This is an optimization exercise on Yosys and OpenROAD, whose aim is small area, a short achievable clock period and few clock cycles per item, not a production implementation. Function was checked by simulation only, so behaviour that the tests miss may differ from the original. Power and IR drop assume default switching activity.

Design voler_agu, start of the top module:
module voler_agu (
    input  wire        clk,
    input  wire        rst,
    input  wire        in_valid,
    output wire        in_ready,
    input  wire [31:0] in_instr,
    input  wire [23:0] in_d,
    input  wire [14:0] in_base,
    output reg         out_valid,
    output reg  [14:0] out_addr0,
    output reg  [14:0] out_addr1,
    output reg  [14:0] out_addr2,
    output wire [23:0] out_data
);
    reg [14:0] out_d;
    reg        out_sgn;
    assign out_data = {{9{out_sgn}}, out_d};
    localparam [7:0] OP_DSTART = 8'h03;
    localparam [7:0] OP_LDA    = 8'h12;
    localparam [7:0] OP_MVA    = 8'h13;
    localparam [7:0] OP_LD     = 8'h20;
    localparam [7:0] OP_ST     = 8'h21;
    localparam [7:0] OP_LD2    = 8'h22;
    localparam [7:0] OP_STA    = 8'h23;
    localparam [7:0] OP_MACM   = 8'h43;
    localparam [7:0] OP_TAPX   = 8'h44;
    assign in_ready = 1'b1;
    wire       fire = in_valid && !rst;
    wire [7:0] op   = in_instr[31:24];
    wire d_mem1 = (op == OP_LD) || (op == OP_ST) || (op == OP_STA) || (op == OP_MACM);
    wire d_ld2  = (op == OP_LD2);
    wire d_tapx = (op == OP_TAPX);
    wire d_lda  = (op == OP_LDA);
    wire d_mva  = (op == OP_MVA);
    wire d_dst  = (op == OP_DSTART);
    wire [2:0] am1_mode = in_instr[5:3];
    wire [2:0] am1_p    = in_instr[2:0];
    wire [2:0] am2_mode = in_instr[11:9];
    wire [2:0] am2_p    = in_instr[8:6];
    wire [2:0] t_pc     = in_instr[19:17];
    wire [2:0] t_pd     = in_instr[16:14];
    wire       t_dir    = in_instr[3];
    wire       t_move   = in_instr[20];
    wire [2:0] x_cls    = in_instr[23:21];
    wire [2:0] x_i      = in_instr[20:18];
    wire       x_flag   = in_instr[17];
    wire d_am = d_mem1 || d_ld2;
    wire d_x  = d_lda || d_mva;
    wire d_xw = d_lda || (d_mva && !x_flag);      
    wire d_xr = d_mva && x_flag;                  
    wire [2:0] d_ia = d_tapx ? t_pc : (d_x ? x_i : am1_p);
    wire [2:0] d_ib = d_tapx ? t_pd : am2_p;
  ...
==> flow/config.mk <==
export PLATFORM = sky130hd
export DESIGN_NAME = voler_agu
export DESIGN_NICKNAME = voler_agu
export VERILOG_FILES = /design/flow/design.v
export SDC_FILE = /design/flow/constraint.sdc
export NUM_CORES = 4
export LEC_CHECK = 0
export CAP_MARGIN = 40
export CORE_MARGIN = 2
export CORE_UTILIZATION = 45
export SETUP_SLACK_MARGIN = 5
export SLEW_MARGIN = 40
==> flow/constraint.sdc <==
create_clock -name core_clock -period 10.0 [get_ports {clk}]
set_input_delay 2.0000 -clock core_clock [delete_from_list [all_inputs] [get_ports {clk}]]
set_output_delay 2.0000 -clock core_clock [all_outputs]
set_load 0.01 [all_outputs]
standard.sh (not shown) runs the stock make flow with config.mk's settings and CLKGATE_MAP_FILE= SYNTH_SCRIPT=/design/flow/synth_recipe.tcl, a recipe that flattens the netlist after the stock synthesis.
==> flow/flow/run.sh <==
#!/bin/bash
bash standard.sh SETUP_SLACK_MARGIN=${MARGIN:-5.5} finish > standard.log 2>&1
Testbench counts at the start, summed over its fixed seeds: cycles 160,016, items 160,000.
Next try:
--- a/flow/design.v
+++ b/flow/design.v
@@ -57,32 +57,28 @@
     reg  [7:0]  e_sa, e_sb;        
     reg         e_a_upd, e_a_ea;
     reg         e_b_upd, e_b_ea;
     reg         e_c_neg, e_mv;
     reg         e_o0, e_o1, e_res;
     reg         e_wp, e_wn, e_wm, e_wb;
     reg         e_rp, e_rn, e_rm, e_rb;
     reg         e_dst;
     integer k;
-    wire       f_tapx = in_instr[30] && in_instr[26];
-    wire       f_x    = in_instr[28];
-    wire [2:0] f_ia   = f_tapx ? t_pc : (f_x ? x_i : am1_p);
-    wire [2:0] f_ib   = f_tapx ? t_pd : am2_p;
-    reg  [7:0] d_sa, d_sb;
+    reg [7:0] d_sa, d_sb;
     always @(*) begin
         for (k = 0; k < 8; k = k + 1) begin
-            d_sa[k] = (f_ia == k);
-            d_sb[k] = (f_ib == k);
-        end
-    end
-    always @(posedge clk) begin
-        e_sa    <= d_sa & {8{fire && (d_am || d_tapx || d_x)}};
-        e_sb    <= d_sb & {8{fire && (d_ld2 || d_tapx)}};
+            d_sa[k] = fire && (d_am || d_tapx || d_x) && (d_ia == k);
+            d_sb[k] = fire && (d_ld2 || d_tapx) && (d_ib == k);
+        end
+    end
+    always @(posedge clk) begin
+        e_sa    <= d_sa;
+        e_sb    <= d_sb;
         e_a_upd <= fire && ((d_am && am1_upd) || d_tapx);
         e_a_ea  <= d_am && (am1_mode == 3'd4);
         e_b_upd <= fire && ((d_ld2 && am2_upd) || d_tapx);
         e_b_ea  <= d_ld2 && (am2_mode == 3'd4);
         e_c_neg <= t_dir;
         e_mv    <= d_tapx && t_move;
         e_o0    <= d_am || d_tapx;
         e_o1    <= d_ld2 || d_tapx;
         e_res   <= fire && (d_am || d_tapx || d_xr);
Effect: Flip-flop and latch count stays the same. Critical path depth decreases by 1. Sequential power decreases by about 2%. Clock skew decreases by 0.013 ns. Sequential share of layout area increases by 0.42 points. Routed wire length decreases by about 6%. Power decreases by about 18%.
Testbench counts after the change, summed over its fixed seeds: cycles 160,016, items 160,000.

voler_agu, a different RTL version from the one above (not shown whole).
Size in the first run: about 6,200 cells after synthesis, ~730 flip-flops, about 150 I/O pins, about 50,000 um2 of cells after synthesis.
clock: 10.0 ns
lec_check: 0
cap_margin: 40
core_margin: 2
core_utilization: 45
setup_slack_margin: 5
slew_margin: 40
run.sh (not shown) runs the stock make flow with config.mk's settings and CLKGATE_MAP_FILE= SYNTH_SCRIPT=/design/flow/synth_recipe.tcl, a recipe that flattens the netlist after the stock synthesis.
Stock flow here: none of the scripts above is used.
The baseline completed without violations.
Testbench counts at the start, summed over its fixed seeds: cycles 160,016, items 160,000.
Rerun with:
--- a/flow/design.v
+++ b/flow/design.v
@@ -5,18 +5,21 @@
     output wire        in_ready,
     input  wire [31:0] in_instr,
     input  wire [23:0] in_d,
     input  wire [14:0] in_base,
     output reg         out_valid,
     output reg  [14:0] out_addr0,
     output reg  [14:0] out_addr1,
     output reg  [14:0] out_addr2,
-    output reg  [23:0] out_data
+    output wire [23:0] out_data
 );
+    reg [14:0] out_d;
+    reg        out_sgn;
+    assign out_data = {{9{out_sgn}}, out_d};
     localparam [7:0] OP_DSTART = 8'h03;
     localparam [7:0] OP_LDA    = 8'h12;
     localparam [7:0] OP_MVA    = 8'h13;
     localparam [7:0] OP_LD     = 8'h20;
     localparam [7:0] OP_ST     = 8'h21;
     localparam [7:0] OP_LD2    = 8'h22;
     localparam [7:0] OP_STA    = 8'h23;
     localparam [7:0] OP_MACM   = 8'h43;
@@ -164,17 +167,16 @@
     wire [14:0] b_ea = e_b_ea ? b_st[30:16] : b_p;
     wire a_mz = (a_m == 15'd0);
     always @(posedge clk) begin
         for (k = 0; k < 8; k = k + 1) begin
             if (rst) begin
                 p_r[k]  <= 15'd0;
                 n_r[k]  <= 16'd0;
                 m_r[k]  <= 15'd0;
-                lp_r[k] <= 15'd0;
                 b_r[k]  <= 15'd0;
                 pend[k] <= 1'b0;
             end else begin
                 if (e_sb[k] && e_b_upd)
                     p_r[k] <= b_st[14:0];
                 else if (e_sa[k] && e_a_upd)
                     p_r[k] <= a_st[14:0];
                 else if (e_sa[k] && e_wp)
@@ -183,31 +185,33 @@
                     n_r[k] <= e_v;
                 if (e_sa[k] && e_wb)
                     b_r[k] <= e_v[14:0];
                 if (pend[k] && ((e_sa[k] && ((e_a_upd && a_st[15]) || e_wp)) ||
                                 (e_sb[k] && e_b_upd && b_st[15])))
                     m_r[k] <= lp_r[k];
                 else if (e_sa[k] && e_wm && a_mz)
                     m_r[k] <= e_v[14:0];
-                if (e_sa[k] && e_wm && !a_mz)
-                    lp_r[k] <= e_v[14:0];
                 if (e_dst)
                     pend[k] <= 1'b0;
                 else if (e_sa[k] && e_wm)
                     pend[k] <= !a_mz;
                 else if ((e_sa[k] && ((e_a_upd && a_st[15]) || e_wp)) ||
                          (e_sb[k] && e_b_upd && b_st[15]))
                     pend[k] <= 1'b0;
             end
         end
     end
     always @(posedge clk) begin
+        for (k = 0; k < 8; k = k + 1)
+            if (!rst && e_sa[k] && e_wm && !a_mz)
+                lp_r[k] <= e_v[14:0];
+    end
+    always @(posedge clk) begin
         out_valid <= !rst && e_res;
         out_addr0 <= e_o0 ? a_ea : 15'd0;
         out_addr1 <= e_o1 ? b_ea : 15'd0;
         out_addr2 <= e_mv ? c_st[14:0] : 15'd0;
-        out_data  <= ({24{e_rp}} & {9'd0, a_p}) |
-                     ({24{e_rn}} & {{8{a_n[15]}}, a_n}) |
-                     ({24{e_rm}} & {9'd0, a_m}) |
-                     ({24{e_rb}} & {9'd0, a_b});
+        out_d     <= ({15{e_rp}} & a_p) | ({15{e_rn}} & a_n[14:0]) |
+                     ({15{e_rm}} & a_m) | ({15{e_rb}} & a_b);
+        out_sgn   <= e_rn && a_n[15];
     end
 endmodule
Outcome:
- critical path depth grows by 1
- worst hold slack is better by 0.0040 ns
- area after synthesis came out lower by 0.64%
- cell count went down by 4.7%
- wire length shrinks by 1.2%
- clock skew came out higher by 0.027 ns
- non-clock buffer count went up by 74
- synthesized cell count shrinks by 7.1%
- fmax rises by 1.4%
- first-iteration DRC count rises by 1.2%
- die area went down by 0.63%
Testbench counts after the change, summed over its fixed seeds: cycles 160,016, items 160,000.

-- afterwards: timing with drivers on the ports --
The flow's constraints put no driver on any port. The routed layouts listed below were extracted and timed again, unchanged, in two steps. Step 1 sets driving cells, clkbuf_16 on the clock port and buf_2 on the other inputs (assumed; they add their load-dependent delay and slew). Step 2 adds t to the input delays and takes it off the output delays; t is the mean of the earliest and latest rising clock arrival at the registers after step 1. Input paths then give back, and output paths get back, about the clock's delay inside the block. Three values: ideal, step 1, step 2; two values: the first two.
run | t (ns) | setup slack, ns | worst hold slack (ns) | worst register clock-pin slew, ns | worst slew at a driven data input, ns
the first run of note 1 | 0.818 | 5.385 / 5.385 / 4.628 | 0.450 / 0.450 / 0.450 | 0.07 / 0.07 | 0.07
the second run of note 1 | 0.801 | 5.298 / 5.334 / 4.533 | 0.449 / 0.449 / 0.449 | 0.07 / 0.07 | 0.06
the first run of note 2 | 0.772 | 4.722 / 4.722 / 4.722 | 0.465 / 0.465 / 0.465 | 0.07 / 0.07 | 0.08
the second run of note 2 | 0.771 | 4.797 / 4.797 / 4.797 | 0.469 / 0.469 / 0.469 | 0.07 / 0.07 | 0.06
After both steps every run listed still meets setup and hold. For the second run of note 1, which loses most, drivers alone change the setup slack by +0.036 ns; drivers and shift together by -0.765 ns.
